This design comes from an exercise in tuning for small area, a short achievable clock period and few clock cycles per item on the open sky130 flow, not from production work. Where RTL was checked, it was by simulation tests only, not by an equivalence proof against the original. Function not checked in runs 1 and 2: the RTL went through the layout flow alone.

==> design/flow/design.v <==
module scarab_sb_in (
    input  wire       dec,
    input  wire [7:0] a,
    output wire [7:0] t
);
    wire [7:0] tf = {(a[5] ^ a[7]), (a[1] ^ a[2] ^ a[3] ^ a[4] ^ a[5] ^ a[6]), (a[2] ^ a[3] ^ a[5] ^ a[7]), (a[1]), (a[2] ^ a[4]), (a[2] ^ a[7]), (a[1] ^ a[7]), (a[0] ^ a[1] ^ a[5] ^ a[6])};
    wire [7:0] ti = {(a[1] ^ a[2] ^ a[6] ^ a[7]), (~(a[0] ^ a[3])), (~(a[0] ^ a[4] ^ a[5] ^ a[6])), (a[0] ^ a[3] ^ a[6]), (~(a[3] ^ a[4] ^ a[6] ^ a[7])), (~(a[6] ^ a[7])), (a[0] ^ a[1] ^ a[3] ^ a[4]), (~(a[4] ^ a[6]))};
    assign t = dec ? ti : tf;
endmodule
module scarab_sb_in_f (
    input  wire [7:0] a,
    output wire [7:0] t
);
    assign t = {(a[5] ^ a[7]), (a[1] ^ a[2] ^ a[3] ^ a[4] ^ a[5] ^ a[6]), (a[2] ^ a[3] ^ a[5] ^ a[7]), (a[1]), (a[2] ^ a[4]), (a[2] ^ a[7]), (a[1] ^ a[7]), (a[0] ^ a[1] ^ a[5] ^ a[6])};
endmodule
module scarab_sb_nrm (
    input  wire [7:0] t,
    output wire [3:0] d
);
    function [1:0] g4m(input [1:0] a, input [1:0] b);
        g4m = {(a[1]&b[1]) ^ (a[1]&b[0]) ^ (a[0]&b[1]), (a[1]&b[1]) ^ (a[0]&b[0])};
    endfunction
    function [1:0] g4sq(input [1:0] a);    
        g4sq = {a[1], a[1]^a[0]};
    endfunction
    function [3:0] g16m(input [3:0] a, input [3:0] b);
        reg [1:0] hh, ll;
        begin
            hh = g4m(a[3:2], b[3:2]); ll = g4m(a[1:0], b[1:0]);
            g16m = {g4m(a[3:2]^a[1:0], b[3:2]^b[1:0]) ^ ll, g4m(hh, 2'd3) ^ ll};
        end
    endfunction
    assign d = g16m(g16m(t[7:4], t[7:4]), 4'd10) ^ g16m(t[7:4], t[3:0]) ^ g16m(t[3:0], t[3:0]);
endmodule
module scarab_sb_inv (
    input  wire [7:0] t,
    input  wire [3:0] d,
    output wire [7:0] v
);
    function [1:0] g4m(input [1:0] a, input [1:0] b);
        g4m = {(a[1]&b[1]) ^ (a[1]&b[0]) ^ (a[0]&b[1]), (a[1]&b[1]) ^ (a[0]&b[0])};
    endfunction
    function [1:0] g4sq(input [1:0] a);    
        g4sq = {a[1], a[1]^a[0]};
    endfunction
    function [3:0] g16m(input [3:0] a, input [3:0] b);
        reg [1:0] hh, ll;
        begin
            hh = g4m(a[3:2], b[3:2]); ll = g4m(a[1:0], b[1:0]);
            g16m = {g4m(a[3:2]^a[1:0], b[3:2]^b[1:0]) ^ ll, g4m(hh, 2'd3) ^ ll};
        end
    endfunction
    wire [1:0] e  = g4m(g4sq(d[3:2]), 2'd3) ^ g4m(d[3:2], d[1:0]) ^ g4sq(d[1:0]);
    wire [1:0] ei = g4sq(e);
    wire [3:0] di = {g4m(d[3:2], ei), g4m(d[3:2] ^ d[1:0], ei)};
    assign v = {g16m(t[7:4], di), g16m(t[7:4] ^ t[3:0], di)};
endmodule
module scarab_sb_out (
    input  wire       dec,
    input  wire [7:0] v,
    output wire [7:0] y
);
    wire [7:0] yf = {(v[2] ^ v[4] ^ v[6]), (~(v[4] ^ v[6])), (~(v[2] ^ v[3] ^ v[4] ^ v[5])), (v[0] ^ v[4] ^ v[6]), (v[0] ^ v[2] ^ v[3] ^ v[4] ^ v[6]), (v[0] ^ v[1] ^ v[2] ^ v[4] ^ v[7]), (~(v[0] ^ v[1] ^ v[4])), (~(v[0] ^ v[2] ^ v[3] ^ v[4]))};
    wire [7:0] yi = {(v[1] ^ v[4]), (v[2] ^ v[3] ^ v[4] ^ v[5] ^ v[6]), (v[1] ^ v[4] ^ v[7]), (v[1] ^ v[2] ^ v[3] ^ v[4]), (v[1] ^ v[2] ^ v[4] ^ v[5] ^ v[7]), (v[1] ^ v[2] ^ v[4]), (v[4]), (v[0] ^ v[1] ^ v[2] ^ v[3] ^ v[4] ^ v[5] ^ v[6] ^ v[7])};
    assign y = dec ? yi : yf;
endmodule
module scarab_sb_out_f (
    input  wire [7:0] v,
    output wire [7:0] y
);
    assign y = {(v[2] ^ v[4] ^ v[6]), (~(v[4] ^ v[6])), (~(v[2] ^ v[3] ^ v[4] ^ v[5])), (v[0] ^ v[4] ^ v[6]), (v[0] ^ v[2] ^ v[3] ^ v[4] ^ v[6]), (v[0] ^ v[1] ^ v[2] ^ v[4] ^ v[7]), (~(v[0] ^ v[1] ^ v[4])), (~(v[0] ^ v[2] ^ v[3] ^ v[4]))};
endmodule
module scarab_lane (
    input  wire         clk,
    input  wire         rst,         
    input  wire         key_load,
    input  wire [1:0]   key_size,
    input  wire [255:0] key_in,
    input  wire         start,
    input  wire         decrypt,
    input  wire [127:0] block_in,
    output wire         ready,
    output reg          done,
    output reg  [127:0] block_out
);
    genvar gi, gc, gr;
    function [3:0] nr_of(input [1:0] ks);
        nr_of = (ks == 2'd0) ? 4'd10 : (ks == 2'd1) ? 4'd12 : 4'd14;
    endfunction
    function last_of(input e, input d, input [1:0] ks, input [3:0] r);
        last_of = e ? (r == nr_of(ks) - 4'd1) : d ? (r == 4'd0) : (r == nr_of(ks));
    endfunction
    function [7:0] xtime(input [7:0] b);
        xtime = {b[6:0], 1'b0} ^ (b[7] ? 8'h1b : 8'h00);
    endfunction
    function [7:0] rcon_of(input [3:0] i);
        case (i)
            4'd1: rcon_of = 8'h01;  4'd2: rcon_of = 8'h02;  4'd3: rcon_of = 8'h04;
            4'd4: rcon_of = 8'h08;  4'd5: rcon_of = 8'h10;  4'd6: rcon_of = 8'h20;
            4'd7: rcon_of = 8'h40;  4'd8: rcon_of = 8'h80;  4'd9: rcon_of = 8'h1b;
            4'd10: rcon_of = 8'h36;
            default: rcon_of = 8'h00;
        endcase
    endfunction
    function [1:0] mod3(input [3:0] r);
        case (r)
            4'd0, 4'd3, 4'd6, 4'd9,  4'd12, 4'd15: mod3 = 2'd0;
            4'd1, 4'd4, 4'd7, 4'd10, 4'd13:        mod3 = 2'd1;
            default:                               mod3 = 2'd2;
        endcase
    endfunction
    function [10:0] kphase(input bwd, input [1:0] ks, input [3:0] r);
        reg t0, t2, rot;
        reg [3:0] idx;
        begin
            t0 = 1'b1; t2 = 1'b0; rot = 1'b1; idx = 4'd0;
            case (ks)
                2'd0: idx = bwd ? r : r + 4'd1;
                2'd1: begin
                    case (mod3(r))
                        2'd0: begin t0 = 1'b0; t2 = !bwd; end
                        2'd1: begin t0 = bwd;  t2 = 1'b0; end
                        default: begin t0 = !bwd; t2 = bwd; end
                    endcase
                    case (r)
                        4'd0:  idx = 4'd1;  4'd1:  idx = 4'd1;  4'd2:  idx = 4'd2;
                        4'd3:  idx = 4'd3;  4'd4:  idx = 4'd3;  4'd5:  idx = 4'd4;
                        4'd6:  idx = 4'd5;  4'd7:  idx = 4'd5;  4'd8:  idx = 4'd6;
                        4'd9:  idx = 4'd7;  4'd10: idx = 4'd7;  4'd11: idx = 4'd8;
                        default: idx = 4'd0;
                    endcase
                end
                default: begin
                    rot = r[0];
                    idx = r[0] ? ((r + 4'd1) >> 1) : 4'd0;
                end
            endcase
            kphase = {t0, t2, rot, rcon_of(idx)};
        end
    endfunction
    function [4:0] ksel_of(input bwd, input [1:0] ks, input [3:0] r);
        if (!bwd)
            ksel_of = (ks == 2'd1 && mod3(r) == 2'd0) ? 5'b10000 : 5'b01000;
        else if (ks == 2'd0)
            ksel_of = 5'b00100;
        else if (ks == 2'd1 && mod3(r) == 2'd1)
            ksel_of = 5'b00010;
        else
            ksel_of = 5'b00001;
    endfunction
    function [31:0] mix_col(input [31:0] c);
        reg [7:0] a0, a1, a2, a3;
        begin
            a0 = c[31:24]; a1 = c[23:16]; a2 = c[15:8]; a3 = c[7:0];
            mix_col[31:24] = xtime(a0 ^ a1) ^ a1 ^ a2 ^ a3;
            mix_col[23:16] = xtime(a1 ^ a2) ^ a2 ^ a3 ^ a0;
            mix_col[15:8]  = xtime(a2 ^ a3) ^ a3 ^ a0 ^ a1;
            mix_col[7:0]   = xtime(a3 ^ a0) ^ a0 ^ a1 ^ a2;
        end
    endfunction
    function [31:0] pre_inv(input [31:0] c);
        reg [7:0] a0, a1, a2, a3, t02, t13;
        begin
            a0 = c[31:24]; a1 = c[23:16]; a2 = c[15:8]; a3 = c[7:0];
            t02 = xtime(xtime(a0 ^ a2));
            t13 = xtime(xtime(a1 ^ a3));
            pre_inv = {a0 ^ t02, a1 ^ t13, a2 ^ t02, a3 ^ t13};
        end
    endfunction
    reg          i_blk, i_exp, i_dec;
    reg  [127:0] i_data;
    reg  [1:0]   cur_ks;             
    reg  [255:0] k0;                 
    reg  [255:0] kf;                 
    reg          kbusy;              
    reg          rdy;
    reg          a_v, a_e, a_d, a_l;  reg [1:0] a_ks;  reg [3:0] a_r;  reg [255:0] a_w;
    reg          b_v, b_e, b_d, b_l;  reg [1:0] b_ks;  reg [3:0] b_r;  reg [255:0] b_w;
    reg          c_v, c_e, c_d, c_l;  reg [1:0] c_ks;  reg [3:0] c_r;  reg [255:0] c_w;
    reg          d_v, d_e, d_d, d_l;  reg [1:0] d_ks;  reg [3:0] d_r;  reg [255:0] d_w;
    reg  [127:0] a_s;                
    reg  [127:0] b_t;                
    reg  [63:0]  b_n;                
    reg  [127:0] c_inv;              
    reg  [127:0] d_m;                
    reg  [4:0]   a_ksel;             
    reg  [31:0]  b_kt;               
    reg  [31:0]  c_kt;
    reg  [15:0]  c_kn;               
    reg  [31:0]  d_kinv;             
    reg  [10:0]  d_ph;               
    assign ready = rdy;
    wire [127:0] a_t;
    wire [63:0]  a_n;
    generate
        for (gi = 0; gi < 16; gi = gi + 1) begin : g_a
            scarab_sb_in  u_in (.dec(a_d), .a(a_s[127-8*gi -: 8]), .t(a_t[127-8*gi -: 8]));
            scarab_sb_nrm u_nr (.t(a_t[127-8*gi -: 8]), .d(a_n[63-4*gi -: 4]));
        end
    endgenerate
    wire [31:0] aw0 = a_w[255:224], aw1 = a_w[223:192], aw2 = a_w[191:160], aw3 = a_w[159:128];
    wire [31:0] aw7 = a_w[31:0];
    wire [31:0] a_kin = ({32{a_ksel[4]}} & (aw2 ^ aw3 ^ aw7)) | ({32{a_ksel[3]}} & aw7) |
                        ({32{a_ksel[2]}} & (aw3 ^ aw2))       | ({32{a_ksel[1]}} & aw1) |
                        ({32{a_ksel[0]}} & aw3);
    wire [31:0] a_kt;
    generate
        for (gi = 0; gi < 4; gi = gi + 1) begin : g_ka
            scarab_sb_in_f u_kin (.a(a_kin[8*gi +: 8]), .t(a_kt[8*gi +: 8]));
        end
    endgenerate
    wire [127:0] b_inv;
    wire [15:0]  b_kn;
    generate
        for (gi = 0; gi < 16; gi = gi + 1) begin : g_b
            scarab_sb_inv u_iv (.t(b_t[127-8*gi -: 8]), .d(b_n[63-4*gi -: 4]), .v(b_inv[127-8*gi -: 8]));
        end
        for (gi = 0; gi < 4; gi = gi + 1) begin : g_kb
            scarab_sb_nrm u_knr (.t(b_kt[8*gi +: 8]), .d(b_kn[4*gi +: 4]));
        end
    endgenerate
    wire [127:0] c_sb, c_sr, c_isr;
    generate
        for (gi = 0; gi < 16; gi = gi + 1) begin : g_c
            scarab_sb_out u_so (.dec(c_d), .v(c_inv[127-8*gi -: 8]), .y(c_sb[127-8*gi -: 8]));
        end
        for (gc = 0; gc < 4; gc = gc + 1) begin : g_cols
            for (gr = 0; gr < 4; gr = gr + 1) begin : g_rows
                assign c_sr[127-8*(4*gc+gr) -: 8]  = c_sb[127-8*(4*((gc+gr)%4)+gr) -: 8];
                assign c_isr[127-8*(4*gc+gr) -: 8] = c_sb[127-8*(4*((gc+4-gr)%4)+gr) -: 8];
            end
        end
    endgenerate
    wire [127:0] c_p  = c_d ? c_isr : c_sr;
    wire [127:0] c_rk = c_d ? c_w[255:128] : c_w[127:0];
    wire [127:0] c_x  = c_p ^ c_rk;                  
    wire [31:0]  c_kinv;
    generate
        for (gi = 0; gi < 4; gi = gi + 1) begin : g_kc
            scarab_sb_inv u_kiv (.t(c_kt[8*gi +: 8]), .d(c_kn[4*gi +: 4]), .v(c_kinv[8*gi +: 8]));
        end
    endgenerate
    wire [127:0] d_rk = d_w[127:0];                  
    wire [127:0] d_mi, d_mo;
    generate
        for (gc = 0; gc < 4; gc = gc + 1) begin : g_mix
            assign d_mi[127-32*gc -: 32] = d_d ? pre_inv(d_m[127-32*gc -: 32]) : d_m[127-32*gc -: 32];
            assign d_mo[127-32*gc -: 32] = mix_col(d_mi[127-32*gc -: 32]);
        end
    endgenerate
    wire [127:0] d_next = d_mo ^ (d_d ? 128'd0 : d_rk);
    wire [31:0] dw0 = d_w[255:224], dw1 = d_w[223:192], dw2 = d_w[191:160], dw3 = d_w[159:128];
    wire [31:0] dw4 = d_w[127:96],  dw5 = d_w[95:64],   dw6 = d_w[63:32],   dw7 = d_w[31:0];
    wire [31:0] d_sub;
    generate
        for (gi = 0; gi < 4; gi = gi + 1) begin : g_kd
            scarab_sb_out_f u_kso (.v(d_kinv[8*gi +: 8]), .y(d_sub[8*gi +: 8]));
        end
    endgenerate
    wire        d_t0  = d_ph[10], d_t2 = d_ph[9], d_rot = d_ph[8];
    wire [31:0] d_T   = (d_rot ? {d_sub[23:0], d_sub[31:24]} : d_sub) ^ {d_ph[7:0], 24'h000000};
    reg  [31:0] n0, n1, n2, n3;      
    reg         s0, s1, s2, s3;      
    always @(*) begin
        if (!d_d) begin
            case (d_ks)
                2'd0: begin
                    n0 = dw4; n1 = dw4 ^ dw5; n2 = dw4 ^ dw5 ^ dw6; n3 = dw4 ^ dw5 ^ dw6 ^ dw7;
                    {s0, s1, s2, s3} = 4'b1111;
                end
                2'd1: begin
                    n0 = d_t0 ? dw2 : dw2 ^ dw7;
                    n1 = n0 ^ dw3;
                    n2 = d_t2 ? dw4 : n1 ^ dw4;
                    n3 = n2 ^ dw5;
                    {s0, s1, s2, s3} = {d_t0, d_t0, d_t0 | d_t2, d_t0 | d_t2};
                end
                default: begin
                    n0 = dw0; n1 = dw0 ^ dw1; n2 = dw0 ^ dw1 ^ dw2; n3 = dw0 ^ dw1 ^ dw2 ^ dw3;
                    {s0, s1, s2, s3} = 4'b1111;
                end
            endcase
        end else begin
            case (d_ks)
                2'd0: begin
                    n0 = dw0; n1 = dw1 ^ dw0; n2 = dw2 ^ dw1; n3 = dw3 ^ dw2;
                    {s0, s1, s2, s3} = 4'b1000;
                end
                2'd1: begin
                    n0 = d_t0 ? dw2 : dw2 ^ dw1;
                    n1 = dw3 ^ dw2;
                    n2 = d_t2 ? dw4 : dw4 ^ dw3;
                    n3 = dw5 ^ dw4;
                    {s0, s1, s2, s3} = {d_t0, 1'b0, d_t2, 1'b0};
                end
                default: begin
                    n0 = dw4; n1 = dw5 ^ dw4; n2 = dw6 ^ dw5; n3 = dw7 ^ dw6;
                    {s0, s1, s2, s3} = 4'b1000;
                end
            endcase
        end
    end
    wire [127:0] d_new = {n0 ^ (s0 ? d_T : 32'd0), n1 ^ (s1 ? d_T : 32'd0),
                          n2 ^ (s2 ? d_T : 32'd0), n3 ^ (s3 ? d_T : 32'd0)};
    wire [255:0] d_wstep = d_d ? {d_new, d_w[255:128]} : {d_w[127:0], d_new};
    wire [3:0]   d_rn    = d_d ? d_r - 4'd1 : d_r + 4'd1;
    wire         i_any = i_blk | i_exp;
    wire [31:0]  k0w0 = k0[255:224], k0w1 = k0[223:192], k0w3 = k0[159:128];
    wire [31:0]  k0w4 = k0[127:96],  k0w5 = k0[95:64];
    reg  [255:0] e_w;
    always @(*) begin
        if (i_exp) begin
            case (cur_ks)
                2'd0:    e_w = {k0[255:128], k0[255:128]};
                2'd1:    e_w = {k0w0, k0w1, k0w4 ^ k0w3, k0w5 ^ k0w4, k0[255:128]};
                default: e_w = k0;
            endcase
        end else begin
            e_w = i_dec ? kf : k0;
        end
    end
    wire [127:0] e_s = i_data ^ (i_dec ? kf[127:0] : k0[255:128]);
    wire [3:0]   e_r = i_exp ? ((cur_ks == 2'd2) ? 4'd1 : 4'd0) :
                       i_dec ? nr_of(cur_ks) - 4'd1 : 4'd1;
    wire         an_v  = i_any ? 1'b1 : (d_v & !d_l);
    wire         an_e  = i_any ? i_exp : d_e;
    wire         an_d  = i_any ? (i_dec & !i_exp) : d_d;
    wire [1:0]   an_ks = i_any ? cur_ks : d_ks;
    wire [3:0]   an_r  = i_any ? e_r : d_rn;
    wire         accept_key   = key_load & rdy;
    wire         accept_start = start & rdy & !key_load;
    wire         kf_cap  = d_v & d_e & d_l;
    wire         k0_cap  = d_v & d_e & (d_r == 4'd0);
    wire         kbusy_n = accept_key | (kbusy & !kf_cap);
    always @(posedge clk) begin
        i_data <= block_in;
        i_dec  <= decrypt;
        a_s    <= i_any ? e_s : d_next;
        a_w    <= i_any ? e_w : d_wstep;
        a_e    <= an_e;   a_d <= an_d;   a_ks <= an_ks;   a_r <= an_r;
        a_l    <= last_of(an_e, an_d, an_ks, an_r);
        a_ksel <= ksel_of(an_d, an_ks, an_r);
        b_t    <= a_t;    b_n <= a_n;    b_kt <= a_kt;
        b_w    <= a_w;
        b_e    <= a_e;    b_d <= a_d;    b_ks <= a_ks;    b_r <= a_r;    b_l <= a_l;
        c_inv  <= b_inv;  c_kt <= b_kt;  c_kn <= b_kn;
        c_w    <= b_w;
        c_e    <= b_e;    c_d <= b_d;    c_ks <= b_ks;    c_r <= b_r;    c_l <= b_l;
        d_m    <= c_d ? c_x : c_p;
        d_kinv <= c_kinv;
        d_ph   <= kphase(c_d, c_ks, c_r);
        d_w    <= c_w;
        d_e    <= c_e;    d_d <= c_d;    d_ks <= c_ks;    d_r <= c_r;    d_l <= c_l;
        block_out <= c_x;
        if (accept_key) begin
            k0     <= key_in;
            cur_ks <= key_size[1] ? 2'd2 : key_size;
        end else if (k0_cap) begin
            k0     <= d_wstep;
        end
        if (kf_cap) kf <= d_wstep;
        if (rst) begin
            i_blk <= 1'b0;
            i_exp <= 1'b0;
            a_v   <= 1'b0;
            b_v   <= 1'b0;
            c_v   <= 1'b0;
            d_v   <= 1'b0;
            kbusy <= 1'b0;
            rdy   <= 1'b1;
            done  <= 1'b0;
        end else begin
            i_blk <= accept_start;
            i_exp <= accept_key;
            a_v   <= an_v;
            b_v   <= a_v;
            c_v   <= b_v;
            d_v   <= c_v;
            kbusy <= kbusy_n;
            rdy   <= !kbusy_n & (!b_v | b_l);
            done  <= c_v & !c_e & c_l;
        end
    end
endmodule
==> design/flow/run.sh <==
#!/bin/bash
# synth_recipe.tcl (not shown) runs the flow's synth.tcl, then flattens the netlist and writes it again
# the make line also repeats each setting of config.mk as NAME=value (left out here)
make -C /OpenROAD-flow-scripts/flow DESIGN_CONFIG=/design/flow/config.mk WORK_HOME=/design/flow/orfs CLKGATE_MAP_FILE= SYNTH_SCRIPT=/design/flow/synth_recipe.tcl finish
==> design/flow/config.mk <==
export PLATFORM = sky130hd
export DESIGN_NAME = scarab_lane
export DESIGN_NICKNAME = scarab_lane
export VERILOG_FILES = /design/flow/design.v
export SDC_FILE = /design/flow/constraint.sdc
export NUM_CORES = 8
export LEC_CHECK = 0
export CAP_MARGIN = 20
export CORE_MARGIN = 2
export CORE_UTILIZATION = 35
export PLACE_DENSITY = 0.45
export SLEW_MARGIN = 20
==> design/flow/constraint.sdc <==
create_clock -name core_clock -period 10.0 [get_ports {clk}]
set_input_delay 2.0000 -clock core_clock [delete_from_list [all_inputs] [get_ports {clk}]]
set_output_delay 2.0000 -clock core_clock [all_outputs]
set_load 0.01 [all_outputs]
==> results of run 1 <==
==> worst paths after layout <==
kind / end / slack, ps / cells past startpoint
min reg2reg: b_w[236] / 300 / 0
max: k0[106] / 4910 / 10
min: b_w[236] / 300 / 0
max reg2reg: k0[106] / 4910 / 10
==> metal layers <==
| metal | GRT usage, % | wire [um] | up-vias |
|---|---|---|---|
| li1 | - | - | 48300 |
| met1 | 46.0 | 286000 | 52600 |
| met4 | 18.1 | 43800 | 12 |
| met5 | 0 | 89 | - |
| met2 | 47.0 | 270000 | 5594 |
| met3 | 7.54 | 66400 | 988 |
==> synth_stat cells, types with 27 or more instances <==
cell type,count
sky130_fd_sc_hd__a22o_1,44
sky130_fd_sc_hd__xnor2_2,35
sky130_fd_sc_hd__mux2i_1,624
sky130_fd_sc_hd__nor2b_1,222
sky130_fd_sc_hd__nand2b_1,77
sky130_fd_sc_hd__mux2_2,140
sky130_fd_sc_hd__a211oi_1,75
sky130_fd_sc_hd__xor2_1,1127
sky130_fd_sc_hd__edfxtp_1,514
sky130_fd_sc_hd__buf_2,119
sky130_fd_sc_hd__dfxtp_1,2036
sky130_fd_sc_hd__nand2_1,1951
sky130_fd_sc_hd__xor3_1,52
sky130_fd_sc_hd__a221oi_1,54
sky130_fd_sc_hd__o22ai_1,102
sky130_fd_sc_hd__a22oi_1,41
sky130_fd_sc_hd__and2_1,36
sky130_fd_sc_hd__nand3_1,175
sky130_fd_sc_hd__xor2_2,29
sky130_fd_sc_hd__o21ai_1,168
sky130_fd_sc_hd__a21boi_0,79
sky130_fd_sc_hd__nor2_1,657
sky130_fd_sc_hd__inv_1,310
sky130_fd_sc_hd__o211ai_1,88
sky130_fd_sc_hd__ha_1,65
sky130_fd_sc_hd__or3_1,74
sky130_fd_sc_hd__a221o_1,46
sky130_fd_sc_hd__a21oi_1,551
sky130_fd_sc_hd__xnor2_1,2271
sky130_fd_sc_hd__a21o_1,46
sky130_fd_sc_hd__a31oi_1,121
sky130_fd_sc_hd__o21ai_0,905
sky130_fd_sc_hd__nor3_1,27
sky130_fd_sc_hd__a222oi_1,41
sky130_fd_sc_hd__nand3b_1,30
sky130_fd_sc_hd__clkbuf_1,557
sky130_fd_sc_hd__buf_1,105
sky130_fd_sc_hd__xnor3_1,100
==> cells by family after synthesis <==
kind of cell             count (synthesis)  synth area share [%]
buffers and inverters                 1122                  3.27
adder cells (fa/ha/maj)                 66                 0.619
AND/OR/NAND/NOR                       3365                  10.7
XOR/XNOR                              3618                  25.6
AO/OA/AOI/OAI                         2634                  12.1
multiplexers                           778                  5.95
flip-flops                            2550                  41.7
==> metrics by stage <==
| stage | cell area, um2 | util (%) |
|---|---|---|
| finish | 156000 | 40.7 |
| global route | 156000 | 40.7 |
| CTS | 155000 | 40.6 |
| detailed placement | 145000 | 37.9 |
| global placement | 145000 | 37.9 |
| floorplan | 135000 | - |
==> sequential cells by signal (all words and copies together), names as in the netlist, 64 cells and up, named ones only <==
register / flops
a_w: 256
b_w: 256
c_w: 256
d_w: 256
k0: 256
kf: 256
a_s: 128
b_t: 128
block_out: 128
c_inv: 128
d_m: 128
i_data: 128
b_n: 64
==> layout make-up <==
type	instances	area share, %
diodes	87	0.140
clock buffers	422	5.70
multi-input cells	10500	47.7
well taps	5038	4.05
clock inverters	140	0.983
inverters	331	0.817
repair buffers	743	4.53
flip-flops and latches	2550	36.1
==> out/summary.txt, run 1 <==
via-per-instance ratio: 5.43
Post-Syn Instances: 14100
min-delay src: a_w[236]
hold bufs inserted after CTS: 0
final worst path period share: 50.9%
deepest clock path buffer count: 4
DP HPWL: 529000 um
starting density of the core: 35.2%
non-filler instance count after layout: 19800
worst path arrival time: 5780 ps
die extent in x: 624 um
detailed-route via count: 107000
max-capacitance violation count: 0
most frequent cells in the layout: sky130_fd_sc_hd__xnor2_1, sky130_fd_sc_hd__dfxtp_1, sky130_fd_sc_hd__nand2_1, sky130_fd_sc_hd__xor2_1, sky130_fd_sc_hd__o21ai_0
final RePlAce weighted congestion: 1.02
TNS Setup: 0 ps
fin worst setup slack: 4910 ps
fraction of the yosys area taken by sequential cells: 41.7%
later-pin clock latency in the skew report: 990 ps
Avg Cell Area, Syn: 9.52 um2
wire length after detailed routing: 667000 um
total of flip-flops plus latches after synthesis: 2550
crit path time final: 5090 ps
Worst Setup End Kind: flop
# H-tree levels: 5
number of global-route vias before repair: 98300
Resized cells post-CTS: 0
Fin Hold WS: 299 ps
status: finished clean
maximum fanout count along the critical path: 59
Wirelength per Cell: 33.7 um
Most used DFF post-synth: sky130_fd_sc_hd__dfxtp_1
startpoint of the most critical register-to-register path: d_d
filler cell count: 37800
category of the most critical setup path: reg -> reg
register cell area after layout: 56200 um2
number of search-and-repair iterations in the first detailed-routing pass: 10
post-synth top area share: 30.3%
Num CTS Buffers: 306
vertical die dimension: 624 um
placed insts: 19100
CTS tree: built
Core Rows: 227
Post-CTS Setup Bufs: 0
die footprint: 390000 um2
overall track demand over capacity in global routing: 33.1%
share of synthesized flip-flops with an asynchronous set or reset: 0%
Layout Area Growth over Synthesis: 15.7%
worst slew margin relative to its limit: 5.52%
number of warnings printed during yosys synthesis: 3
startpoint of the worst setup timing path: d_d
Iteration-0 DRC Markers: 15200
number of port buffers: 520
clock slew at the register clock pins of the worst setup and hold paths: 70 ps
final global-route overflow total: 0
worst-case setup slack after placement: 4900 ps
cell-by-cell trace of the critical path: inv_8, buf_4, buf_4, a221o_1, o22ai_1, a221oi_1, xor2_1, mux2_2, nand2_1, nand2_1
initial antenna violation count: 105
Max Clk Rate: 196 MHz
largest cells by area after synthesis: sky130_fd_sc_hd__dfxtp_1, sky130_fd_sc_hd__xnor2_1, sky130_fd_sc_hd__edfxtp_1
area inside the core boundary: 383000 um2
first-pass GRT wire length: 878000 um
multi-input logic area: 74200 um2
crit-path max cell delay: 1030 ps
total number of nets in the final design: 14900
net count after synthesis: 14600
cell area after technology mapping: 135000 um2
count of final hold-check violations: 0
Routed Antenna Nets: 0
cell class contributing the biggest share of worst-path delay: buffers and inverters
RSZ-0062 raised after global routing: false
boundary pin count: 521
Post-synth EDFFs: 514
largest net degree at the start of global routing: 145
share of final-layout standard cells stronger than drive strength 1: 7.28%
worst-margin pin slew: 1410 ps
root buffer selected by CTS: sky130_fd_sc_hd__clkbuf_16
clk sinks: 2550
class of the most critical hold timing path: reg -> reg
highest-delay cell along the critical path: sky130_fd_sc_hd__a221oi_1
number of design rule violations left after detail routing: 0
Buf+Inv Stages, Crit Path: 3
category of the worst setup path launch point: flop
count of pins over their slew limit: 0
final setup violation count: 0
worst clock skew: 70.0 ps
data required time at the worst endpoint: 10690 ps
Netlist cell types: 99
most common library cell in the layout ignoring fill and taps: sky130_fd_sc_hd__xnor2_1
Synth area leader: sky130_fd_sc_hd__dfxtp_1
==> inputs of run 2 (changes only) <==
--- a/design/flow/design.v
+++ b/design/flow/design.v
@@ -191,2 +191,4 @@
     reg  [10:0]  d_ph;               
+    reg          a_krot;             
+    reg  [3:0]   a_dc, b_dc, c_dc, d_dc;
     assign ready = rdy;
@@ -196,3 +198,3 @@
         for (gi = 0; gi < 16; gi = gi + 1) begin : g_a
-            scarab_sb_in  u_in (.dec(a_d), .a(a_s[127-8*gi -: 8]), .t(a_t[127-8*gi -: 8]));
+            scarab_sb_in  u_in (.dec(a_dc[3-gi/4]), .a(a_s[127-8*gi -: 8]), .t(a_t[127-8*gi -: 8]));
             scarab_sb_nrm u_nr (.t(a_t[127-8*gi -: 8]), .d(a_n[63-4*gi -: 4]));
@@ -200,7 +202,8 @@
     endgenerate
-    wire [31:0] aw0 = a_w[255:224], aw1 = a_w[223:192], aw2 = a_w[191:160], aw3 = a_w[159:128];
-    wire [31:0] aw7 = a_w[31:0];
-    wire [31:0] a_kin = ({32{a_ksel[4]}} & (aw2 ^ aw3 ^ aw7)) | ({32{a_ksel[3]}} & aw7) |
-                        ({32{a_ksel[2]}} & (aw3 ^ aw2))       | ({32{a_ksel[1]}} & aw1) |
-                        ({32{a_ksel[0]}} & aw3);
+    wire [31:0] aw2 = a_w[191:160], aw3 = a_w[159:128], aw4 = a_w[127:96], aw5 = a_w[95:64];
+    wire [31:0] aw6 = a_w[63:32],   aw7 = a_w[31:0];
+    wire [31:0] a_ksw = ({32{a_ksel[4]}} & (aw2 ^ aw3 ^ aw7)) | ({32{a_ksel[3]}} & aw7) |
+                        ({32{a_ksel[2]}} & (aw4 ^ aw5))       | ({32{a_ksel[1]}} & aw6) |
+                        ({32{a_ksel[0]}} & aw4);
+    wire [31:0] a_kin = a_krot ? {a_ksw[23:0], a_ksw[31:24]} : a_ksw;
     wire [31:0] a_kt;
@@ -224,3 +227,3 @@
         for (gi = 0; gi < 16; gi = gi + 1) begin : g_c
-            scarab_sb_out u_so (.dec(c_d), .v(c_inv[127-8*gi -: 8]), .y(c_sb[127-8*gi -: 8]));
+            scarab_sb_out u_so (.dec(c_dc[3-gi/4]), .v(c_inv[127-8*gi -: 8]), .y(c_sb[127-8*gi -: 8]));
         end
@@ -233,4 +236,11 @@
     endgenerate
-    wire [127:0] c_p  = c_d ? c_isr : c_sr;
-    wire [127:0] c_rk = c_d ? c_w[255:128] : c_w[127:0];
+    wire [127:0] c_rkr = {c_w[31:0], c_w[63:32], c_w[95:64], c_w[127:96]};
+    wire [127:0] c_p, c_rk, c_m;
+    generate
+        for (gc = 0; gc < 4; gc = gc + 1) begin : g_cc
+            assign c_p[127-32*gc -: 32]  = c_dc[3-gc] ? c_isr[127-32*gc -: 32] : c_sr[127-32*gc -: 32];
+            assign c_rk[127-32*gc -: 32] = c_dc[3-gc] ? c_rkr[127-32*gc -: 32] : c_w[127-32*gc -: 32];
+            assign c_m[127-32*gc -: 32]  = c_dc[3-gc] ? c_x[127-32*gc -: 32]   : c_p[127-32*gc -: 32];
+        end
+    endgenerate
     wire [127:0] c_x  = c_p ^ c_rk;                  
@@ -243,20 +253,20 @@
     wire [127:0] d_rk = d_w[127:0];                  
-    wire [127:0] d_mi, d_mo;
+    wire [127:0] d_mi, d_mo, d_next;
     generate
         for (gc = 0; gc < 4; gc = gc + 1) begin : g_mix
-            assign d_mi[127-32*gc -: 32] = d_d ? pre_inv(d_m[127-32*gc -: 32]) : d_m[127-32*gc -: 32];
-            assign d_mo[127-32*gc -: 32] = mix_col(d_mi[127-32*gc -: 32]);
+            assign d_mi[127-32*gc -: 32]   = d_dc[3-gc] ? pre_inv(d_m[127-32*gc -: 32]) : d_m[127-32*gc -: 32];
+            assign d_mo[127-32*gc -: 32]   = mix_col(d_mi[127-32*gc -: 32]);
+            assign d_next[127-32*gc -: 32] = d_mo[127-32*gc -: 32] ^ (d_dc[3-gc] ? 32'd0 : d_rk[127-32*gc -: 32]);
         end
     endgenerate
-    wire [127:0] d_next = d_mo ^ (d_d ? 128'd0 : d_rk);
     wire [31:0] dw0 = d_w[255:224], dw1 = d_w[223:192], dw2 = d_w[191:160], dw3 = d_w[159:128];
     wire [31:0] dw4 = d_w[127:96],  dw5 = d_w[95:64],   dw6 = d_w[63:32],   dw7 = d_w[31:0];
-    wire [31:0] d_sub;
+    wire [31:0] d_lin;
     generate
         for (gi = 0; gi < 4; gi = gi + 1) begin : g_kd
-            scarab_sb_out_f u_kso (.v(d_kinv[8*gi +: 8]), .y(d_sub[8*gi +: 8]));
+            scarab_sb_out_f u_kso (.v(d_kinv[8*gi +: 8]), .y(d_lin[8*gi +: 8]));
         end
     endgenerate
-    wire        d_t0  = d_ph[10], d_t2 = d_ph[9], d_rot = d_ph[8];
-    wire [31:0] d_T   = (d_rot ? {d_sub[23:0], d_sub[31:24]} : d_sub) ^ {d_ph[7:0], 24'h000000};
+    wire        d_t0 = d_ph[10], d_t2 = d_ph[9];
+    wire [31:0] d_c  = {d_ph[7:0], 24'h000000};      
     reg  [31:0] n0, n1, n2, n3;      
@@ -285,15 +295,15 @@
                 2'd0: begin
-                    n0 = dw0; n1 = dw1 ^ dw0; n2 = dw2 ^ dw1; n3 = dw3 ^ dw2;
-                    {s0, s1, s2, s3} = 4'b1000;
+                    n3 = dw7; n2 = dw6 ^ dw7; n1 = dw5 ^ dw6; n0 = dw4 ^ dw5;
+                    {s0, s1, s2, s3} = 4'b0001;
                 end
                 2'd1: begin
-                    n0 = d_t0 ? dw2 : dw2 ^ dw1;
-                    n1 = dw3 ^ dw2;
-                    n2 = d_t2 ? dw4 : dw4 ^ dw3;
-                    n3 = dw5 ^ dw4;
-                    {s0, s1, s2, s3} = {d_t0, 1'b0, d_t2, 1'b0};
+                    n3 = d_t0 ? dw5 : dw5 ^ dw6;
+                    n2 = dw4 ^ dw5;
+                    n1 = d_t2 ? dw3 : dw3 ^ dw4;
+                    n0 = dw2 ^ dw3;
+                    {s0, s1, s2, s3} = {1'b0, d_t2, 1'b0, d_t0};
                 end
                 default: begin
-                    n0 = dw4; n1 = dw5 ^ dw4; n2 = dw6 ^ dw5; n3 = dw7 ^ dw6;
-                    {s0, s1, s2, s3} = 4'b1000;
+                    n3 = dw3; n2 = dw2 ^ dw3; n1 = dw1 ^ dw2; n0 = dw0 ^ dw1;
+                    {s0, s1, s2, s3} = 4'b0001;
                 end
@@ -302,5 +312,5 @@
     end
-    wire [127:0] d_new = {n0 ^ (s0 ? d_T : 32'd0), n1 ^ (s1 ? d_T : 32'd0),
-                          n2 ^ (s2 ? d_T : 32'd0), n3 ^ (s3 ? d_T : 32'd0)};
-    wire [255:0] d_wstep = d_d ? {d_new, d_w[255:128]} : {d_w[127:0], d_new};
+    wire [127:0] d_new = {n0 ^ (s0 ? d_c ^ d_lin : 32'd0), n1 ^ (s1 ? d_c ^ d_lin : 32'd0),
+                          n2 ^ (s2 ? d_c ^ d_lin : 32'd0), n3 ^ (s3 ? d_c ^ d_lin : 32'd0)};
+    wire [255:0] d_wstep = {d_w[127:0], d_new};
     wire [3:0]   d_rn    = d_d ? d_r - 4'd1 : d_r + 4'd1;
@@ -318,3 +328,4 @@
         end else begin
-            e_w = i_dec ? kf : k0;
+            e_w = i_dec ? {kf[31:0], kf[63:32], kf[95:64], kf[127:96],
+                           kf[159:128], kf[191:160], kf[223:192], kf[255:224]} : k0;
         end
@@ -342,2 +353,7 @@
         a_ksel <= ksel_of(an_d, an_ks, an_r);
+        a_krot <= kphase(an_d, an_ks, an_r) >> 8;
+        a_dc   <= i_any ? {4{i_dec & !i_exp}} : d_dc;
+        b_dc   <= a_dc;
+        c_dc   <= b_dc;
+        d_dc   <= c_dc;
         b_t    <= a_t;    b_n <= a_n;    b_kt <= a_kt;
@@ -348,3 +364,3 @@
         c_e    <= b_e;    c_d <= b_d;    c_ks <= b_ks;    c_r <= b_r;    c_l <= b_l;
-        d_m    <= c_d ? c_x : c_p;
+        d_m    <= c_m;
         d_kinv <= c_kinv;
==> run 2 against run 1 <==
Against the previous run:
- core utilization about the same
- clock skew down 16 ps
- flip-flop and latch count rose by 16
- synthesized cell count decreased by 1.1%
- die area shrank 2.2%
- worst hold slack improved by 7.2 ps
- design area fell by 2.0%
- non-clock buffer count shrank 27
- largest cell class unchanged
==> out/summary.txt, run 2 <==
number of design rule violations left after detail routing: 0 (unchanged)
vertical die dimension: 617 um (-1.1%)
cell class contributing the biggest share of worst-path delay: buffers and inverters
worst path arrival time: 5320 ps (-460 ps)
most numerous cell in the Yosys netlist: sky130_fd_sc_hd__xnor2_1
Wirelength per Cell: 30.2 um (-10%)
highest-delay cell along the critical path: sky130_fd_sc_hd__buf_4
later-pin clock latency in the skew report: 950 ps (-40 ps)
root buffer selected by CTS: sky130_fd_sc_hd__clkbuf_16
crit path time final: 4610 ps (-483 ps)
fraction of the yosys area taken by sequential cells: 42.9% (+1.2 points)
Synth area leader: sky130_fd_sc_hd__dfxtp_1
Resized cells post-CTS: 0 (unchanged)
DP HPWL: 459000 um (-13%)
area inside the core boundary: 375000 um2 (-2.0%)
data required time at the worst endpoint: 10710 ps (+20 ps)
Most Crowded Layer GR: met2
max-capacitance violation count: 0 (unchanged)
worst-margin pin slew: 1320 ps (-82.3 ps)
category of the worst setup path launch point: input port
number of global-route vias before repair: 97300 (-1.0%)
Avg Cell Area, Syn: 9.42 um2 (-1.1%)
clk sinks: 2566 (+0.63%)
Routed Antenna Nets: 0 (unchanged)
Buf+Inv Stages, Crit Path: 3 (unchanged)
number of port buffers: 520 (unchanged)
Post-Syn Instances: 14000 (-1.1%)
cell area after technology mapping: 132000 um2 (-2.2%)
RSZ-0062 raised after global routing: false
wire length after detailed routing: 590000 um (-12%)
share of final-layout standard cells stronger than drive strength 1: 6.75% (-0.53 points)
Netlist cell types: 75 (-24%)
status: finished clean
number of warnings printed during yosys synthesis: 3 (unchanged)
# H-tree levels: 5 (unchanged)
global-route met2 utilization: 45.6% (-1.5 points)
number of search-and-repair iterations in the first detailed-routing pass: 7 (-3)
worst slew margin relative to its limit: 9.15% (+3.6 points)
class of the most critical hold timing path: reg -> reg
die extent in x: 617 um (-1.1%)
largest cells by area after synthesis: sky130_fd_sc_hd__dfxtp_1, sky130_fd_sc_hd__xnor2_1, sky130_fd_sc_hd__edfxtp_1
deepest clock path buffer count: 4 (unchanged)
net count after synthesis: 14400 (-1.1%)
Fin Hold WS: 306 ps (+7.23 ps)
final RePlAce weighted congestion: 0.960 (-5.8%)
CTS tree: built
starting density of the core: 35.1% (-0.083 points)
largest net degree at the start of global routing: 174 (+20%)
final global-route overflow total: 0 (unchanged)
worst clock skew: 53.9 ps (-16.0 ps)
first-pass GRT wire length: 798000 um (-9.2%)
post-synth top area share: 31.2% (+0.93 points)
overall track demand over capacity in global routing: 29.9% (-3.2 points)
share of synthesized flip-flops with an asynchronous set or reset: 0% (unchanged)
TNS Setup: 0 ps (unchanged)
via-per-instance ratio: 5.26 (-3.3%)
maximum fanout count along the critical path: 65 (+10%)
Num CTS Buffers: 305 (-0.33%)
clock slew at the register clock pins of the worst setup and hold paths: 60 ps (about the same)
Max Clk Rate: 217 MHz (+10%)
filler cell count: 36700 (-2.9%)
Worst Setup End Kind: flop
Post-CTS Setup Bufs: 0 (unchanged)
most frequent cells in the layout: sky130_fd_sc_hd__xnor2_1, sky130_fd_sc_hd__dfxtp_1, sky130_fd_sc_hd__nand2_1, sky130_fd_sc_hd__xor2_1, sky130_fd_sc_hd__o21ai_0
Most used DFF post-synth: sky130_fd_sc_hd__dfxtp_1
die footprint: 381000 um2 (-2.2%)
ranking of synthesized cells by instance count: sky130_fd_sc_hd__xnor2_1, sky130_fd_sc_hd__dfxtp_1, sky130_fd_sc_hd__nand2_1
final worst path period share: 46.1% (-4.8 points)
count of final hold-check violations: 0 (unchanged)
met1 track demand over resource in global routing: 40.5% (-5.5 points)
count of pins over their slew limit: 0 (unchanged)
hold bufs inserted after CTS: 0 (unchanged)
total of flip-flops plus latches after synthesis: 2566 (+0.63%)
boundary pin count: 521 (unchanged)
final setup violation count: 0 (unchanged)
Core Rows: 225 (-0.88%)
Iteration-0 DRC Markers: 11000 (-28%)
category of the most critical setup path: in -> reg
crit-path max cell delay: 780 ps (-250 ps)
Layout Area Growth over Synthesis: 15.9%
detailed-route via count: 103000 (-4.5%)
initial antenna violation count: 75 (-29%)
cell-by-cell trace of the critical path: clkdlybuf4s50_1, nand2_4, buf_4, buf_4, mux2_2
most common library cell in the layout ignoring fill and taps: sky130_fd_sc_hd__xnor2_1
total number of nets in the final design: 14700 (-1.2%)
Post-synth EDFFs: 514 (unchanged)
CP most frequent cell: sky130_fd_sc_hd__buf_4
met3 track utilization from global routing: 4.89% (-2.7 points)
[run 2: cells by family (layout without fill, tap and decap cells)]
logic type	count (synthesis)	in the layout	synth area share, %
AOI/OAI and AO/OA	2293	2293	10.5
xor gates and xnor gates	3769	3769	25.9
adders and majority gates	66	66	0.633
buffers and inverters	1009	1506	2.94
DFF	2566	2566	42.9
muxes	741	741	5.94
other	0	54	0
and+or+nand+nor	3527	3527	11.2
[run 2: per-stage QoR]
| step | setup WS, ps | util, % | area (um2) | instances |
|---|---|---|---|---|
| final | 5390 | 40.7 | 153000 | 19500 |
| after global routing | 5330 | 40.7 | 152000 | 19500 |
| after CTS | 5470 | 40.6 | 152000 | 19500 |
| after detailed placement | 4480 | 37.9 | 142000 | 18900 |
| after global placement | 4500 | 37.8 | 142000 | 18900 |
| after floorplan | 1830 | - | 132000 | 14000 |
[run 2: final cells by class]
class                   instances  area [um2]  area share, %
inverters                     232         888          0.582
multi-input cells           10400       71500           46.9
well taps                    4994        6250           4.10
flip-flops and latches       2566       56600           37.1
clock inverters               123        1330          0.870
repair buffers                716        6790           4.45
diodes                         54         135         0.0886
clock buffers                 435        9050           5.93
[run 2: final timing paths]
kind	start	to	slack, ps	depth (start not counted)
setup / recovery	key_load	k0[42]	5390	5
hold / removal	b_w[242]	c_w[242]	310	0
setup reg to reg	d_ks[0]	a_w[8]	5540	11
hold reg to reg	b_w[242]	c_w[242]	310	0
[run 2: routing by layer]
metal,part of all wire (%),vias up
met4,6.0,6
li1,-,46900
met5,0.0068,-
met1,44,50600
met3,7.2,832
met2,43,4214
==> inputs of run 3 (changes only) <==
--- a/design/flow/design.v
+++ b/design/flow/design.v
@@ -169,3 +169,24 @@
     endfunction
+    function [9:0] kmode(input bwd, input [1:0] ks, input [3:0] r);
+        reg [10:0] ph;
+        begin
+            ph = kphase(bwd, ks, r);
+            case ({bwd, ks})
+                3'b000:  kmode = 10'b1000000000;
+                3'b010:  kmode = 10'b0100000000;
+                3'b011:  kmode = 10'b0100000000;
+                3'b001:  kmode = ph[10] ? 10'b0010000000 : ph[9] ? 10'b0001000000 : 10'b0000100000;
+                3'b100:  kmode = 10'b0000010000;
+                3'b110:  kmode = 10'b0000001000;
+                3'b111:  kmode = 10'b0000001000;
+                default: kmode = ph[10] ? 10'b0000000100 : ph[9] ? 10'b0000000010 : 10'b0000000001;
+            endcase
+        end
+    endfunction
+    function [3:0] ktake(input [9:0] m);
+        ktake = (m[9] | m[8] | m[7]) ? 4'b1111 : m[6] ? 4'b0011 :
+                (m[4] | m[3] | m[2]) ? 4'b0001 : m[1] ? 4'b0100 : 4'b0000;
+    endfunction
     reg          i_blk, i_exp, i_dec;
+    reg  [3:0]   i_decc;             
     reg  [127:0] i_data;
@@ -190,3 +211,5 @@
     reg  [31:0]  d_kinv;             
-    reg  [10:0]  d_ph;               
+    reg  [7:0]   d_rcon;             
+    reg  [9:0]   d_mode;             
+    reg  [3:0]   d_s;                
     reg          a_krot;             
@@ -269,45 +292,20 @@
     endgenerate
-    wire        d_t0 = d_ph[10], d_t2 = d_ph[9];
-    wire [31:0] d_c  = {d_ph[7:0], 24'h000000};      
-    reg  [31:0] n0, n1, n2, n3;      
-    reg         s0, s1, s2, s3;      
-    always @(*) begin
-        if (!d_d) begin
-            case (d_ks)
-                2'd0: begin
-                    n0 = dw4; n1 = dw4 ^ dw5; n2 = dw4 ^ dw5 ^ dw6; n3 = dw4 ^ dw5 ^ dw6 ^ dw7;
-                    {s0, s1, s2, s3} = 4'b1111;
-                end
-                2'd1: begin
-                    n0 = d_t0 ? dw2 : dw2 ^ dw7;
-                    n1 = n0 ^ dw3;
-                    n2 = d_t2 ? dw4 : n1 ^ dw4;
-                    n3 = n2 ^ dw5;
-                    {s0, s1, s2, s3} = {d_t0, d_t0, d_t0 | d_t2, d_t0 | d_t2};
-                end
-                default: begin
-                    n0 = dw0; n1 = dw0 ^ dw1; n2 = dw0 ^ dw1 ^ dw2; n3 = dw0 ^ dw1 ^ dw2 ^ dw3;
-                    {s0, s1, s2, s3} = 4'b1111;
-                end
-            endcase
-        end else begin
-            case (d_ks)
-                2'd0: begin
-                    n3 = dw7; n2 = dw6 ^ dw7; n1 = dw5 ^ dw6; n0 = dw4 ^ dw5;
-                    {s0, s1, s2, s3} = 4'b0001;
-                end
-                2'd1: begin
-                    n3 = d_t0 ? dw5 : dw5 ^ dw6;
-                    n2 = dw4 ^ dw5;
-                    n1 = d_t2 ? dw3 : dw3 ^ dw4;
-                    n0 = dw2 ^ dw3;
-                    {s0, s1, s2, s3} = {1'b0, d_t2, 1'b0, d_t0};
-                end
-                default: begin
-                    n3 = dw3; n2 = dw2 ^ dw3; n1 = dw1 ^ dw2; n0 = dw0 ^ dw1;
-                    {s0, s1, s2, s3} = 4'b0001;
-                end
-            endcase
-        end
-    end
+    wire [31:0] d_c  = {d_rcon, 24'h000000};         
+    wire f4 = d_mode[9], f8 = d_mode[8], f6a = d_mode[7], f6b = d_mode[6], f6n = d_mode[5];
+    wire b4 = d_mode[4], b8 = d_mode[3], b6a = d_mode[2], b6b = d_mode[1], b6n = d_mode[0];
+    wire [31:0] n0 = ({32{f4}} & dw4) | ({32{f8}} & dw0) | ({32{f6a}} & dw2) |
+                     ({32{f6b | f6n}} & (dw2 ^ dw7)) | ({32{b4}} & (dw4 ^ dw5)) |
+                     ({32{b8}} & (dw0 ^ dw1)) | ({32{b6a | b6b | b6n}} & (dw2 ^ dw3));
+    wire [31:0] n1 = ({32{f4}} & (dw4 ^ dw5)) | ({32{f8}} & (dw0 ^ dw1)) | ({32{f6a}} & (dw2 ^ dw3)) |
+                     ({32{f6b | f6n}} & (dw2 ^ dw3 ^ dw7)) | ({32{b4}} & (dw5 ^ dw6)) |
+                     ({32{b8}} & (dw1 ^ dw2)) | ({32{b6b}} & dw3) | ({32{b6a | b6n}} & (dw3 ^ dw4));
+    wire [31:0] n2 = ({32{f4}} & (dw4 ^ dw5 ^ dw6)) | ({32{f8}} & (dw0 ^ dw1 ^ dw2)) |
+                     ({32{f6a}} & (dw2 ^ dw3 ^ dw4)) | ({32{f6b}} & dw4) |
+                     ({32{f6n}} & (dw2 ^ dw3 ^ dw4 ^ dw7)) | ({32{b4}} & (dw6 ^ dw7)) |
+                     ({32{b8}} & (dw2 ^ dw3)) | ({32{b6a | b6b | b6n}} & (dw4 ^ dw5));
+    wire [31:0] n3 = ({32{f4}} & (dw4 ^ dw5 ^ dw6 ^ dw7)) | ({32{f8}} & (dw0 ^ dw1 ^ dw2 ^ dw3)) |
+                     ({32{f6a}} & (dw2 ^ dw3 ^ dw4 ^ dw5)) | ({32{f6b}} & (dw4 ^ dw5)) |
+                     ({32{f6n}} & (dw2 ^ dw3 ^ dw4 ^ dw5 ^ dw7)) | ({32{b4}} & dw7) |
+                     ({32{b8}} & dw3) | ({32{b6a}} & dw5) | ({32{b6b | b6n}} & (dw5 ^ dw6));
+    wire s0 = d_s[3], s1 = d_s[2], s2 = d_s[1], s3 = d_s[0];
     wire [127:0] d_new = {n0 ^ (s0 ? d_c ^ d_lin : 32'd0), n1 ^ (s1 ? d_c ^ d_lin : 32'd0),
@@ -328,7 +326,10 @@
         end else begin
-            e_w = i_dec ? {kf[31:0], kf[63:32], kf[95:64], kf[127:96],
-                           kf[159:128], kf[191:160], kf[223:192], kf[255:224]} : k0;
+            e_w = {i_decc[3] ? {kf[31:0], kf[63:32]}     : k0[255:192],
+                   i_decc[2] ? {kf[95:64], kf[127:96]}   : k0[191:128],
+                   i_decc[1] ? {kf[159:128], kf[191:160]} : k0[127:64],
+                   i_decc[0] ? {kf[223:192], kf[255:224]} : k0[63:0]};
         end
     end
-    wire [127:0] e_s = i_data ^ (i_dec ? kf[127:0] : k0[255:128]);
+    wire [127:0] e_s = i_data ^ {i_decc[3] ? kf[127:96] : k0[255:224], i_decc[2] ? kf[95:64] : k0[223:192],
+                                 i_decc[1] ? kf[63:32]  : k0[191:160], i_decc[0] ? kf[31:0]  : k0[159:128]};
     wire [3:0]   e_r = i_exp ? ((cur_ks == 2'd2) ? 4'd1 : 4'd0) :
@@ -348,2 +349,3 @@
         i_dec  <= decrypt;
+        i_decc <= {decrypt & rdy, decrypt & !key_load, decrypt & start, decrypt};
         a_s    <= i_any ? e_s : d_next;
@@ -366,3 +368,5 @@
         d_kinv <= c_kinv;
-        d_ph   <= kphase(c_d, c_ks, c_r);
+        d_rcon <= kphase(c_d, c_ks, c_r);
+        d_mode <= kmode(c_d, c_ks, c_r);
+        d_s    <= ktake(kmode(c_d, c_ks, c_r));
         d_w    <= c_w;
@@ -371,7 +375,9 @@
         if (accept_key) begin
-            k0     <= key_in;
-            cur_ks <= key_size[1] ? 2'd2 : key_size;
-        end else if (k0_cap) begin
-            k0     <= d_wstep;
+            k0[255:128] <= key_in[255:128];
+            cur_ks      <= key_size[1] ? 2'd2 : key_size;
         end
+        if (accept_key | (k0_cap & (cur_ks == 2'd0)))
+            k0[127:64]  <= k0_cap ? d_wstep[127:64] : key_in[127:64];
+        if (accept_key | k0_cap)
+            k0[63:0]    <= k0_cap ? d_wstep[63:0] : key_in[63:0];
         if (kf_cap) kf <= d_wstep;
--- a/design/flow/config.mk
+++ b/design/flow/config.mk
@@ -9,4 +9,4 @@
 export CORE_MARGIN = 2
-export CORE_UTILIZATION = 35
-export PLACE_DENSITY = 0.45
+export CORE_UTILIZATION = 55
+export PLACE_DENSITY = 0.65
 export SLEW_MARGIN = 20
==> run 3 against run 2 <==
Against the previous run:
- clock-buffer cell count decreased by 36
- still clean
- critical path depth decreased by 4
- final cell count decreased by 13%
- die area decreased by 36%
- register-to-register slack improved by 530 ps
- flip-flop and latch count increased by 15
- core utilization increased by 22 points
==> out/summary.txt, run 3 <==
Post-CTS Setup Bufs: 0 (unchanged)
Layout Area Growth over Synthesis: 13.1%
data required time at the worst endpoint: 8000 ps (-2710 ps)
number of port buffers: 520 (unchanged)
cell class contributing the biggest share of worst-path delay: buffers and inverters
startpoint of the worst setup timing path: block_out[56]
Core Rows: 179 (-20%)
category of the most critical setup path: reg -> out
worst slew margin relative to its limit: 6.47% (-2.7 points)
clock slew at the register clock pins of the worst setup and hold paths: 60 ps (about the same)
CTS tree: built
starting density of the core: 55.4% (+20 points)
final setup violation count: 0 (unchanged)
via-per-instance ratio: 6.02 (+14%)
final global-route overflow total: 0 (unchanged)
final worst path period share: 39.6% (-6.4 points)
hold bufs inserted after CTS: 0 (unchanged)
Num CTS Buffers: 292 (-4.3%)
clk sinks: 2581 (+0.58%)
final RePlAce weighted congestion: 1.06 (+11%)
Netlist cell types: 89 (+19%)
share of final-layout standard cells stronger than drive strength 1: 7.07% (+0.32 points)
highest-delay cell along the critical path: sky130_fd_sc_hd__clkdlybuf4s50_1
Wirelength per Cell: 30.2 um (about the same)
largest net degree at the start of global routing: 119 (-32%)
Max Clk Rate: 252 MHz (+16%)
worst path arrival time: 1960 ps (-3360 ps)
cell-by-cell trace of the critical path: clkdlybuf4s50_1
fin worst setup slack: 6040 ps (+645 ps)
cell area after technology mapping: 132000 um2 (+0.38%)
Resized cells post-CTS: 0 (unchanged)
die extent in x: 494 um (-20%)
largest cells by area after synthesis: sky130_fd_sc_hd__dfxtp_1, sky130_fd_sc_hd__xnor2_1, sky130_fd_sc_hd__edfxtp_1
most common library cell in the layout ignoring fill and taps: sky130_fd_sc_hd__xnor2_1
crit-path max cell delay: 720 ps (-60 ps)
worst-margin pin slew: 1360 ps (+39.1 ps)
number of search-and-repair iterations in the first detailed-routing pass: 9 (+2)
placed insts: 16400 (-13%)
share of synthesized flip-flops with an asynchronous set or reset: 0% (unchanged)
detailed-route via count: 102000 (-0.59%)
count of pins over their slew limit: 0 (unchanged)
deepest clock path buffer count: 4 (unchanged)
status: finished clean
# H-tree levels: 5 (unchanged)
TNS Setup: 0 ps (unchanged)
total number of nets in the final design: 14000 (-4.9%)
Post-synth EDFFs: 514 (unchanged)
most frequent cells in the layout: sky130_fd_sc_hd__xnor2_1, sky130_fd_sc_hd__dfxtp_1, sky130_fd_sc_hd__nand2_1, sky130_fd_sc_hd__xor2_1, sky130_fd_sc_hd__o21ai_0
number of design rule violations left after detail routing: 0 (unchanged)
Routed Antenna Nets: 0 (unchanged)
initial antenna violation count: 71 (-5.3%)
post-synth top area share: 31.3% (+0.11 points)
Worst Setup End Kind: output pin
startpoint of the most critical register-to-register path: i_exp
filler cell count: 19500 (-47%)
post-route cell area: 149000 um2 (-2.0%)
worst clock skew: 90.6 ps (+36.7 ps)
number of global-route vias before repair: 95700 (-1.6%)
first-pass GRT wire length: 706000 um (-11%)
later-pin clock latency in the skew report: 990 ps (+40 ps)
Post-Place Cell Area: 139000 um2 (-1.8%)
capture point of the worst reg-to-reg path: a_s[116]
class of the most critical hold timing path: reg -> reg
die footprint: 244000 um2 (-36%)
capturing instance or port of the critical path: block_out[56]
overall track demand over capacity in global routing: 40.6% (+11 points)
non-filler instance count after layout: 17000 (-13%)
count of final hold-check violations: 0 (unchanged)
Avg Cell Area, Syn: 9.89 um2 (+4.9%)
DP HPWL: 391000 um (-15%)
maximum fanout count along the critical path: 1 (-98%)
worst reg2reg path depth: 5 (-6)
RSZ-0062 raised after global routing: false
crit path time final: 3960 ps (-645 ps)
boundary pin count: 521 (unchanged)
Synth area leader: sky130_fd_sc_hd__dfxtp_1
root buffer selected by CTS: sky130_fd_sc_hd__clkbuf_16
Worst path depth: 1 (-4)
Buf+Inv Stages, Crit Path: 1 (-2)
slack of the worst reg-to-reg path: 6070 ps (+530 ps)
fraction of the yosys area taken by sequential cells: 43.0% (+0.064 points)
Iteration-0 DRC Markers: 14200 (+29%)
category of the worst setup path launch point: flop
Post-Syn Instances: 13400 (-4.3%)
number of warnings printed during yosys synthesis: 3 (unchanged)
area inside the core boundary: 238000 um2 (-36%)
vertical die dimension: 494 um (-20%)
wire length after detailed routing: 512000 um (-13%)
worst-case setup slack after placement: 5320 ps (+840 ps)
net count after synthesis: 13800 (-4.2%)
total of flip-flops plus latches after synthesis: 2581 (+0.58%)
most numerous cell in the Yosys netlist: sky130_fd_sc_hd__xnor2_1
Most used DFF post-synth: sky130_fd_sc_hd__dfxtp_1
max-capacitance violation count: 0 (unchanged)
ranking of synthesized cells by instance count: sky130_fd_sc_hd__xnor2_1, sky130_fd_sc_hd__dfxtp_1, sky130_fd_sc_hd__nand2_1
-- run 3: changes by cell type after synthesis, moves of 57 or more --
| cell | change |
|---|---|
| sky130_fd_sc_hd__a21oi_1 | +99 |
| sky130_fd_sc_hd__xnor3_1 | +59 |
| sky130_fd_sc_hd__o21ai_0 | -324 |
| sky130_fd_sc_hd__a22oi_1 | +57 |
| sky130_fd_sc_hd__o22a_1 | -121 |
| sky130_fd_sc_hd__a211oi_1 | -68 |
| sky130_fd_sc_hd__nand2_1 | -483 |
| sky130_fd_sc_hd__nor2_1 | -296 |
| sky130_fd_sc_hd__xor2_1 | +67 |
| sky130_fd_sc_hd__mux2_2 | +82 |
| sky130_fd_sc_hd__a222oi_1 | +119 |
| sky130_fd_sc_hd__nor2b_1 | -67 |
| sky130_fd_sc_hd__xnor2_1 | -173 |
| sky130_fd_sc_hd__clkbuf_1 | +91 |
-- run 3: cells by family (layout without fill, tap and decap cells) --
family | count (synthesis) | in the layout | share of synthesized area (%)
mux | 832 | 832 | 6.52
buf+inv | 1114 | 1468 | 3.21
other cells | 0 | 64 | 0
xor+xnor | 3760 | 3760 | 26.6
simple gates | 2794 | 2794 | 9.17
fa+ha+maj | 66 | 66 | 0.631
compound gates | 2218 | 2218 | 10.9
flops | 2581 | 2581 | 43.0
-- run 3: worst reg2reg max path: cells and delay by family (launching register included) --
kind,cells,cell delay (ps)
and+or+nand+nor,1,360
DFF,1,940
buffers and inverters,3,2210
AOI/OAI and AO/OA,1,280
-- run 3: worst min path at each step --
| stage | start | to | slack [ps] | cells after the start |
|---|---|---|---|---|
| finish | c_w[209] | d_w[209] | 300 | 0 |
| global placement | c_w[188] | d_w[188] | 310 | 0 |
| global route | b_w[218] | c_w[218] | 320 | 0 |
| floorplan | a_d | b_d | 310 | 0 |
| detailed placement | b_dc[0] | c_dc[0] | 310 | 0 |
| CTS | c_w[206] | d_w[206] | 310 | 0 |
-- run 3: area by class of cell --
cell class                      count  area, um2  share of cell area, %
Tap cell                         3167       3960                   2.65
Clock inverter                    120       1290                  0.864
Antenna cell                       64        160                  0.107
Clock buffer                      399       8520                   5.70
Inverter                          290       1100                  0.737
Sequential cell                  2581      56900                   38.1
Multi-Input combinational cell   9670      71200                   47.7
Timing Repair Buffer              659       6270                   4.20
-- run 3: layer usage --
metal	up-vias	GRT usage, %	wire, um
met2	6012	58.8	212000
met5	-	0	135
met4	20	25.3	37800
li1	45400	-	-
met3	1282	11.9	61600
met1	49200	53.0	200000
-- run 3: per-stage QoR --
step                      hold slack, ps  util [%]
after floorplan                      310         -
after global placement               310      58.5
after detailed placement             312      58.5
after CTS                            311      62.6
after global routing                 316      62.7
final                                305      62.7

==> re-timing with driven ports <==
The flow's constraints put no driver on any port. The routed layouts listed below were extracted and timed again, unchanged, in two steps.
Step 1: set_driving_cell puts a clkbuf_16 on clk and a buf_2 on each other input, an assumption about the parent block.
Step 2 adds t to the input delays and takes it off the output delays; t is the mean of the earliest and latest rising clock arrival at the registers after step 1. Input paths then give back, and output paths get back, about the clock's delay inside the block.
Slacks: no drivers / after step 1 / after step 2; pairs: no drivers / after step 1.
run	shift t [ns]	setup slack, ns	latest minus earliest clock arrival (ns)	cell pins on the clock port's net
run 1	1.073	4.908 / 4.908 / 4.856	0.081 / 0.080	1
run 2	1.040	5.391 / 5.476 / 4.436	0.068 / 0.068	1
run 3	1.044	6.036 / 5.932 / 5.254	0.108 / 0.108	1
After both steps setup and hold are still met in every run listed. The setup slack of run 2, which loses most, moves by +0.085 ns with the drivers and by -0.955 ns with both steps.
